Background: an optimization exercise with open tools, aiming at small area and a short achievable clock period. Do not read the settings as production practice. Function not checked in this run: the RTL went through the layout flow alone. Power is estimated from default activity; no workload was simulated.

===== flow/config.mk =====
export PLATFORM = sky130hd
export DESIGN_NAME = enc_top
export DESIGN_NICKNAME = enc_top
export VERILOG_FILES = /design/flow/design.v
export SDC_FILE = /design/flow/constraint.sdc
export NUM_CORES = 4
export LEC_CHECK = 0
export CAP_MARGIN = 20
export CORE_MARGIN = 2
export CORE_UTILIZATION = 40
export SLEW_MARGIN = 20

===== flow/constraint.sdc =====
create_clock -name core_clock -period 110.0 [get_ports {clk}]
set_input_delay 22.0000 -clock core_clock [delete_from_list [all_inputs] [get_ports {clk}]]
set_output_delay 22.0000 -clock core_clock [all_outputs]
set_load 0.01 [all_outputs]

===== flow/design.v =====
module enc_filter (
    input  wire       clk,
    input  wire       load,     
    input  wire       step,     
    input  wire [7:0] y,        
    input  wire       in,
    output reg        out_q,
    output wire       qual      
);
    reg  [7:0] run_q;
    wire       diff = in ^ out_q;
    wire       at_n = (run_q == y);
    assign qual = step && diff && at_n;
    wire [8:0] rc;
    wire [7:0] run_inc;
    assign rc[0] = 1'b1;
    genvar i;
    generate
        for (i = 0; i < 8; i = i + 1) begin : g_inc
            assign run_inc[i] = run_q[i] ^ rc[i];
            assign rc[i+1]    = run_q[i] & rc[i];
        end
    endgenerate
    always @(posedge clk) begin
        if (load) begin
            out_q <= in;
            run_q <= 8'd0;
        end else if (step) begin
            if (qual)
                out_q <= in;
            if (!diff || at_n)
                run_q <= 8'd0;
            else
                run_q <= run_inc;
        end
    end
endmodule
module enc_rca #(parameter W = 8) (
    input  wire [W-1:0] a,
    input  wire [W-1:0] b,
    input  wire         ci,
    output wire [W-1:0] s,
    output wire         co
);
    wire [W:0] c;
    assign c[0] = ci;
    genvar i;
    generate
        for (i = 0; i < W; i = i + 1) begin : g_bit
            wire p = a[i] ^ b[i];
            assign s[i]   = p ^ c[i];
            assign c[i+1] = (a[i] & b[i]) | (p & c[i]);
        end
    endgenerate
    assign co = c[W];
endmodule
module enc_dstep #(parameter W = 9) (
    input  wire [W-2:0] r,
    input  wire [W-1:0] d,
    input  wire         hz,      
    output wire         b,
    output wire [W-1:0] rn
);
    wire [W-1:0] t = {r, 1'b0};
    wire [W-1:0] s;
    wire         co;
    enc_rca #(.W(W)) u_sub (.a(t), .b(~d), .ci(1'b1), .s(s), .co(co));
    assign b  = hz & co;
    assign rn = b ? s : t;
endmodule
module enc_top (
    input  wire        clk,
    input  wire        rst,           
    input  wire        en,            
    input  wire [7:0]  filt_n,        
    input  wire        invert,        
    input  wire        enc_a,
    input  wire        enc_b,
    input  wire        clr_unc,       
    output reg  [47:0] count,         
    output wire [55:0] p256,          
    output wire        fwd,           
    output wire        still,         
    output wire [23:0] deff,          
    output reg  [23:0] delta,         
    output reg         uncertain,     
    output reg  [23:0] ill_count      
);
    localparam [23:0] M24 = 24'hFFFFFF;
    genvar i;
    reg  [7:0] n_q;
    wire [8:0] nz;                  
    wire [7:0] y;                   
    assign nz[0] = 1'b1;
    generate
        for (i = 0; i < 8; i = i + 1) begin : g_y
            assign nz[i+1] = nz[i] & ~n_q[i];
            assign y[i]    = (n_q[i] ^ nz[i]) & ~nz[8];
        end
    endgenerate
    reg  en_q;
    wire load = en && !en_q;
    wire step = en && en_q;
    wire fa, fb, qa, qb;
    enc_filter u_fa (.clk(clk), .load(load), .step(step), .y(y),
                     .in(enc_a), .out_q(fa), .qual(qa));
    enc_filter u_fb (.clk(clk), .load(load), .step(step), .y(y),
                     .in(enc_b), .out_q(fb), .qual(qb));
    reg  dir_known, rev_q, after_ill, valid, dmax;
    wire illegal  = qa && qb;
    wire legal    = qa ^ qb;
    wire step_fwd = (fa ^ fb ^ qa) ^ invert;
    wire good     = !after_ill && dir_known && (step_fwd == !rev_q);
    wire vedge    = legal && good;
    reg  [23:0] g_q;
    wire [24:0] g_inc = {1'b0, g_q} + 25'd1;
    wire [23:0] g_nxt = g_inc[24] ? M24 : g_inc[23:0];
    reg  [23:0] m_q;
    wire [24:0] m_inc = {1'b0, m_q} + 25'd1;
    reg  [7:0] tk_s;
    reg  [8:0] tk_t;
    reg  [7:0] tb_s;
    reg  [8:0] tb_t;
    always @(*) begin
        case (g_inc[3:0])
            4'd2:  begin tb_s = 8'd128; tb_t = 9'd0;  end
            4'd3:  begin tb_s = 8'd85;  tb_t = 9'd1;  end
            4'd4:  begin tb_s = 8'd64;  tb_t = 9'd0;  end
            4'd5:  begin tb_s = 8'd51;  tb_t = 9'd1;  end
            4'd6:  begin tb_s = 8'd42;  tb_t = 9'd4;  end
            4'd7:  begin tb_s = 8'd36;  tb_t = 9'd4;  end
            4'd8:  begin tb_s = 8'd32;  tb_t = 9'd0;  end
            4'd9:  begin tb_s = 8'd28;  tb_t = 9'd4;  end
            4'd10: begin tb_s = 8'd25;  tb_t = 9'd6;  end
            4'd11: begin tb_s = 8'd23;  tb_t = 9'd3;  end
            4'd12: begin tb_s = 8'd21;  tb_t = 9'd4;  end
            4'd13: begin tb_s = 8'd19;  tb_t = 9'd9;  end
            4'd14: begin tb_s = 8'd18;  tb_t = 9'd4;  end
            4'd15: begin tb_s = 8'd17;  tb_t = 9'd1;  end
            4'd0:  begin tb_s = 8'd16;  tb_t = 9'd0;  end
            default: begin tb_s = 8'd255; tb_t = 9'd1; end
        endcase
    end
    wire       tk_small = (g_inc[24:4] == 21'd0) || (g_inc[24:0] == 25'd16);
    wire [8:0] tk_d;
    wire       tk_ge;
    enc_rca #(.W(9)) u_tkd (.a(tk_t), .b(~{1'b0, tk_s}), .ci(1'b1),
                            .s(tk_d), .co(tk_ge));
    wire [8:0] tk_w;
    wire       tk_wc;
    enc_rca #(.W(9)) u_tkw (.a(tk_d), .b(g_inc[8:0]), .ci(1'b0),
                            .s(tk_w), .co(tk_wc));
    wire [7:0] tk_s_n = tk_small ? tb_s : (tk_ge ? tk_s : tk_s - 8'd1);
    wire [8:0] tk_t_n = tk_small ? tb_t : (tk_ge ? tk_d : tk_w);
    wire [3:0]  dva_q;
    wire [11:0] dva_r;
    enc_divhi u_dva (.y(y), .d(g_inc), .q(dva_q), .r(dva_r));
    reg  [3:0]  dvh_q;
    reg  [11:0] dvh_r;
    wire [3:0]  dv_ql;
    wire [15:0] dv_r;
    enc_divlo u_dvb (.r_in(dvh_r), .d({1'b0, g_q}), .q(dv_ql), .r(dv_r));
    wire [7:0]  dv_q   = {dvh_q, dv_ql};
    wire        dv_big = |g_q[23:16];
    wire [7:0]  dsat_s;
    wire        dsat_c;
    enc_rca #(.W(8)) u_dsat (.a(y), .b(~g_q[7:0]), .ci(1'b1),
                             .s(dsat_s), .co(dsat_c));
    wire        dv_sat = ~|g_q[23:8] & dsat_c;
    reg  [7:0]  frac_q;      
    reg         ovf_q;       
    reg  [23:0] rem_q;
    reg  [7:0]  st_s;
    reg  [8:0]  st_t;
    wire [8:0]  rs_lo;
    wire        rs_c;
    enc_rca #(.W(9)) u_rsl (.a(rem_q[8:0]), .b(st_t), .ci(1'b0),
                            .s(rs_lo), .co(rs_c));
    wire [15:0] rs_hi = {1'b0, rem_q[23:9]} + {15'd0, rs_c};
    wire [24:0] rsum  = {rs_hi, rs_lo};
    wire [24:0] rsub;
    wire        rc;
    enc_rca #(.W(25)) u_rsb (.a(rsum), .b(~{1'b0, delta}), .ci(1'b1),
                             .s(rsub), .co(rc));
    wire [7:0]  qs;
    wire        qc;
    enc_rca #(.W(8)) u_qs (.a(frac_q), .b(st_s), .ci(rc), .s(qs), .co(qc));
    always @(posedge clk) begin
        en_q  <= en;
        n_q   <= filt_n;
        g_q   <= g_nxt;
        tk_s  <= tk_s_n;
        tk_t  <= tk_t_n;
        dvh_q <= dva_q;
        dvh_r <= dva_r;
        if (ovf_q) begin
            if (!m_inc[24])
                m_q <= m_inc[23:0];
        end else begin
            frac_q <= qc ? 8'd255 : qs;
            ovf_q  <= qc;
            rem_q  <= rc ? rsub[23:0] : rsum[23:0];
        end
        if (step && legal) begin
            g_q  <= 24'd1;
            tk_s <= 8'd255;
            tk_t <= 9'd1;
        end
        if (step && illegal)
            after_ill <= 1'b1;
        else if (step && legal)
            after_ill <= 1'b0;
        if (step && vedge) begin
            delta <= g_q;
            dmax  <= &g_q;
            m_q   <= dv_sat ? {16'd0, y} : g_q;
            ovf_q <= dv_sat;
            if (dv_sat || y == 8'd0) begin
                frac_q <= dv_sat ? 8'd255 : 8'd0;
                rem_q  <= 24'd0;
            end else begin
                frac_q <= dv_big ? 8'd0 : dv_q;
                rem_q  <= {8'd0, dv_big ? {y, 8'd0} : dv_r};
            end
            st_s <= tk_s;
            st_t <= tk_t;
        end
        if (rst) begin
            en_q      <= 1'b0;
            dir_known <= 1'b0;
            rev_q     <= 1'b0;
            valid     <= 1'b0;
            delta     <= 24'd0;
            count     <= 48'd0;
            uncertain <= 1'b0;
            ill_count <= 24'd0;
        end else begin
            if (clr_unc)
                uncertain <= 1'b0;
            if (load) begin
                dir_known <= 1'b0;
                rev_q     <= 1'b0;
                valid     <= 1'b0;
            end else if (step) begin
                if (illegal) begin
                    uncertain <= 1'b1;
                    if (ill_count != M24)
                        ill_count <= ill_count + 24'd1;
                end else if (legal) begin
                    count     <= step_fwd ? count + 48'd1 : count - 48'd1;
                    valid     <= good;
                    dir_known <= 1'b1;
                    rev_q     <= !step_fwd;
                end
            end
        end
    end
    wire        fon  = valid && !dmax;
    wire [7:0]  frac = fon ? frac_q : 8'd0;
    wire [8:0]  fo;
    assign fo[0] = 1'b0;
    generate
        for (i = 0; i < 8; i = i + 1) begin : g_neg
            assign fo[i+1] = fo[i] | frac[i];
        end
    endgenerate
    wire [7:0]  plo = frac ^ ({8{rev_q}} & fo[7:0]);
    wire        dec = rev_q && fo[8];
    wire [47:0] chi;
    generate
        for (i = 0; i < 48; i = i + 1) begin : g_chi
            if (i == 0) begin : b0
                assign chi[i] = count[i] ^ dec;
            end else begin : bn
                assign chi[i] = count[i] ^ (dec & ~|count[i-1:0]);
            end
        end
    endgenerate
    assign fwd  = !rev_q;
    assign p256 = {chi, plo};
    assign still = !fon || rev_q;
    assign deff  = still ? 24'd0 : m_q;
endmodule
module enc_divhi (
    input  wire [7:0]  y,
    input  wire [24:0] d,
    output wire [3:0]  q,
    output wire [11:0] r
);
    wire hz12 = ~|d[24:12];           
    wire hz11 = hz12 & ~d[11];
    wire hz10 = hz11 & ~d[10];
    wire hz9  = hz10 & ~d[9];
    wire [8:0]  r0;
    wire [9:0]  r1;
    wire [10:0] r2;
    enc_dstep #(.W(9))  u0 (.r(y),  .d(d[8:0]),  .hz(hz9),  .b(q[3]), .rn(r0));
    enc_dstep #(.W(10)) u1 (.r(r0), .d(d[9:0]),  .hz(hz10), .b(q[2]), .rn(r1));
    enc_dstep #(.W(11)) u2 (.r(r1), .d(d[10:0]), .hz(hz11), .b(q[1]), .rn(r2));
    enc_dstep #(.W(12)) u3 (.r(r2), .d(d[11:0]), .hz(hz12), .b(q[0]), .rn(r));
endmodule
module enc_divlo (
    input  wire [11:0] r_in,
    input  wire [24:0] d,
    output wire [3:0]  q,
    output wire [15:0] r
);
    wire hz16 = ~|d[24:16];           
    wire hz15 = hz16 & ~d[15];
    wire hz14 = hz15 & ~d[14];
    wire hz13 = hz14 & ~d[13];
    wire [12:0] r0;
    wire [13:0] r1;
    wire [14:0] r2;
    enc_dstep #(.W(13)) u0 (.r(r_in), .d(d[12:0]), .hz(hz13), .b(q[3]), .rn(r0));
    enc_dstep #(.W(14)) u1 (.r(r0),   .d(d[13:0]), .hz(hz14), .b(q[2]), .rn(r1));
    enc_dstep #(.W(15)) u2 (.r(r1),   .d(d[14:0]), .hz(hz15), .b(q[1]), .rn(r2));
    enc_dstep #(.W(16)) u3 (.r(r2),   .d(d[15:0]), .hz(hz16), .b(q[0]), .rn(r));
endmodule

===== flow/run.sh =====
#!/bin/bash
# synth_recipe.tcl (not shown) runs the flow's synth.tcl, then flattens the netlist and writes it again
# the make line also repeats each setting of config.mk as NAME=value (left out here)
make -C /OpenROAD-flow-scripts/flow DESIGN_CONFIG=/design/flow/config.mk WORK_HOME=/design/flow/orfs CLKGATE_MAP_FILE= SYNTH_SCRIPT=/design/flow/synth_recipe.tcl finish

==> run summary <==
[worst max-delay path, cell delays in order]
cell and delay [ns]:
clkdlybuf4s50_1 0.96, nand2_1 0.22, nor2b_1 0.16, nor4b_4 0.30, xnor2_2 0.19, inv_1 0.08
buf_4 0.46, ha_1 0.34, o211ai_1 0.12, o21ai_0 0.34, o21ai_0 0.24, a21oi_1 0.42
nor4_1 0.12, nor3_1 0.51, a31o_2 0.26, o31ai_1 0.10, o41ai_1 0.40, mux2_2 0.37
[per-stage QoR]
stage	worst slack, ns	util, %
after detailed placement	82.26	45.6
after floorplan	83.68	-
final	82.82	47.8
after CTS	82.84	47.8
after global placement	82.52	45.5
after global routing	82.27	47.8
[cell usage after synthesis, drive strengths merged, types with 24 or more instances]
library cell / instances
nor3: 50
nand3: 70
edfxtp: 76
nand4: 26
and3: 29
nand2: 269
xor2: 89
a21oi: 165
clkbuf: 75
inv: 154
nor2: 180
and2: 35
a21o: 24
dfxtp: 184
ha: 92
xnor2: 100
mux2: 24
mux2i: 57
o21ai: 114
nand2b: 27
fa: 139
buf: 31
[path summary, 6_finish.rpt]
path	start	endpoint	slack, ns	cells past startpoint
hold / removal	after_ill	after_ill	0.45	2
setup reg to reg	g_q[1]	rem_q[10]	84.17	68
setup / recovery	en	count[47]	82.82	18
hold reg to reg	after_ill	after_ill	0.45	2
[report_power, final]
group          switching, W  internal [W]  total, W  leakage (nW)
registers         0.0000190      0.000108  0.000127          2.15
clock network     0.0000444     0.0000646  0.000109         0.528
logic              0.000102     0.0000733  0.000176          6.79
total              0.000166      0.000246  0.000412          9.47
[sequential cells by signal (all words and copies together), names as in the netlist, 9 cells and up]
signal,count
rem_q,24
tk_t,9
count,48
delta,24
st_t,9
dvh_r,12
ill_count,24
g_q,24
m_q,24
[area by class of cell]
cell class | count | share of cell area, %
multi-input combinational | 1767 | 55.8
sequential | 260 | 24.9
timing repair buffer | 215 | 8.83
clock buffer | 51 | 4.29
tap | 672 | 3.51
inverter | 156 | 2.45
clock inverter | 10 | 0.235
[cells in the final DEF, fill, tap and decap left out, types with 24 or more instances in the layout]
master	netlist	routed
nand2_1	267	266
clkdlybuf4s50_1	0	192
dfxtp_1	184	184
nor2_1	179	178
a21oi_1	165	164
inv_1	149	149
fa_1	139	139
o21ai_0	111	111
xnor2_1	99	99
ha_1	92	92
xor2_1	89	89
edfxtp_1	76	76
nand3_1	65	65
mux2i_1	57	57
nor3_1	49	49
clkbuf_16	0	37
and2_1	35	35
and3_1	29	29
nand2b_1	25	24
nand4_1	24	24
a21o_1	24	24
[cell families after synthesis]
kind of cell	after synthesis	synth area share, %
AND/OR/NAND/NOR	796	19.7
AO/OA/AOI/OAI	470	14.3
buffers and inverters	262	5.04
flip-flops	260	29.3
adder cells (fa/ha/maj)	231	19.3
XOR/XNOR	189	8.17
multiplexers	81	4.13
[per-layer routing]
layer	part of all wire, %	track usage (%)	vias up
met5	0	0	-
met3	4.9	3.11	82
met1	46	28.5	8271
li1	-	-	8262
met2	47	34.7	378
met4	3.0	7.20	0
==> summary.md <==
| Metric | Value |
|---|---|
| Status | no timing/DRC/antenna violations |
| Die Y | roughly 230 µm |
| EDFF count, synth | 76 |
| Total power | approximately 0.0004 W |
| NumNets Final | about 2,700 |
| FP Rows | just over 80 |
| F_max | roughly 37 MHz |
| Fin crit period | about 27 ns |
| Primary FF master, synth | dfxtp_1 |
| Die area | around 0.053 mm² |
| Tightest Pin Transition | 0.981 ns |
| RSZ-0062 raised after global routing | no |
| FF+latch area | between 0.005 and 0.006 mm² |
| Period utilisation layout | 24.7% |
| Detailed-route via count | between 15,000 and 20,000 |
| CP endpoint kind | flip-flop |
| Core Region | about 0.050 mm² |
| Post-synthesis cell type count | 93 |
| Ys Warns | 2 |
| WL per Instance | 17.7 µm |
| Port Buffers | between 150 and 200 |
| Synth Cell Area | just over 0.02 mm² |
| Synth top area cells | dfxtp_1, fa_1, edfxtp_1 |
| Dpl cells | 3,069 |
| Min Hold Slack | 0.453 ns |
| Post-route cell area | 0.0240 mm² |
| Antenna cells | 0 |
| Pwr dens | ~17 mW/mm² |
| DP Wirelength | between 40,000 and 50,000 µm |
| VDD IR max | around 0.012 mV |
| FILL cells | 4,765 |
| Layout Area Growth over Synthesis | 17.8% |
| Total routed wirelength | about 56,000 µm |
| Area after DPL | about 0.023 mm² |
| Residual DRC | 0 |
| Critical path class | input port to flip-flop |
| First-pass GRT wire length | a little over 90,000 µm |
| CTS tree | built |
| Yosys reg bits | 260 |
| Setup TNS | 0 ns |
| Leakage | about 9.5 nW |
| First-pass DRT Iterations | 5 |
| Setup bufs post-CTS | 0 |
| Clock latency (worst-skew pair) | ~0.55 ns |
| Final hold vios | 0 |
| Net Count, Synth | about 2,500 |
| Gp weighted congestion | around 0.87 |
| Register area share after synthesis | around 29% |
| Mapped Cells | between 2,000 and 2,500 |
| CTS root buffer | clkbuf_16 |
| Post-route ant nets | 0 |
| Top-area cell type share of the netlist area | 18.1% |
| Initial antenna violation count | 0 |
| Iter 0 DRT Violations | ~1,100 |
| Ratio of cells with drive above 1 in the final layout | 6.47% |
| Worst-path fanout max | 46 |
| CTS sink cnt | 260 |
| Gr ovfl total | 0 |
| Layout Cells excl Fill | ~3,100 |
| Final setup vio count | 0 |
| Final slew viol count | 0 |
| Hold Buf Count CTS | 0 |
| Clock Skew | between 0.01 and 0.015 ns |
| Setup crit start kind | input port |
| CTS H-tree depth | 2 |
| Multi-input combinational cell area | 0.0134 mm² |
| Worst endpoint data arrival time | 27.62 ns |
| All-layer global routing usage | roughly a fifth |
| Clock transition at path regs | 0.06 ns |
| Largest area contributor in the netlist | dfxtp_1 |
| Max Cap Viol | 0 |
| Pin count of the biggest net entering global routing | roughly 90 |
| Worst Path Required | approximately 110 ns |
| FFs w/ async S/R, synth | 0% |
| Resized Gates After CTS | 0 |
| Vias in the first global route | approximately 17,000 |
| Die width | roughly 230 µm |
| Relative slew margins | roughly 35% |
| TritonCTS Buffers | 34 |
| Avg Cell Area, Syn | 8.89 µm² |
| Max clock buf depth | 3 |
| Initial core utilization | between 40% and 50% |
| Worst hold-check path type | flip-flop to flip-flop |
| Ports | 194 |
| Average via count per standard cell | ~5.4 |

## port drivers added, routing unchanged
No port has a modelled driver above. Below, the same layout with a new extraction and two added sets of constraints. Step 1: set_driving_cell puts a clkbuf_16 on clk and a buf_2 on each other input, an assumption about the parent block. Step 2, shift: input delay + t, output delay - t, t = (earliest + latest rising clock arrival at the registers) / 2. This alone moves slack from input paths to output paths. Three values: ideal, step 1, step 2; two values: the first two.
t (ns): 0.593
setup slack, ns: 82.816 / 82.830 / 82.238
slew at the worst register clock pin (ns): 0.07 / 0.07
pins driven straight from the clock port: 1
After both steps setup and hold are still met in this run. For this run, drivers alone change the setup slack by +0.014 ns; drivers and shift together by -0.578 ns.
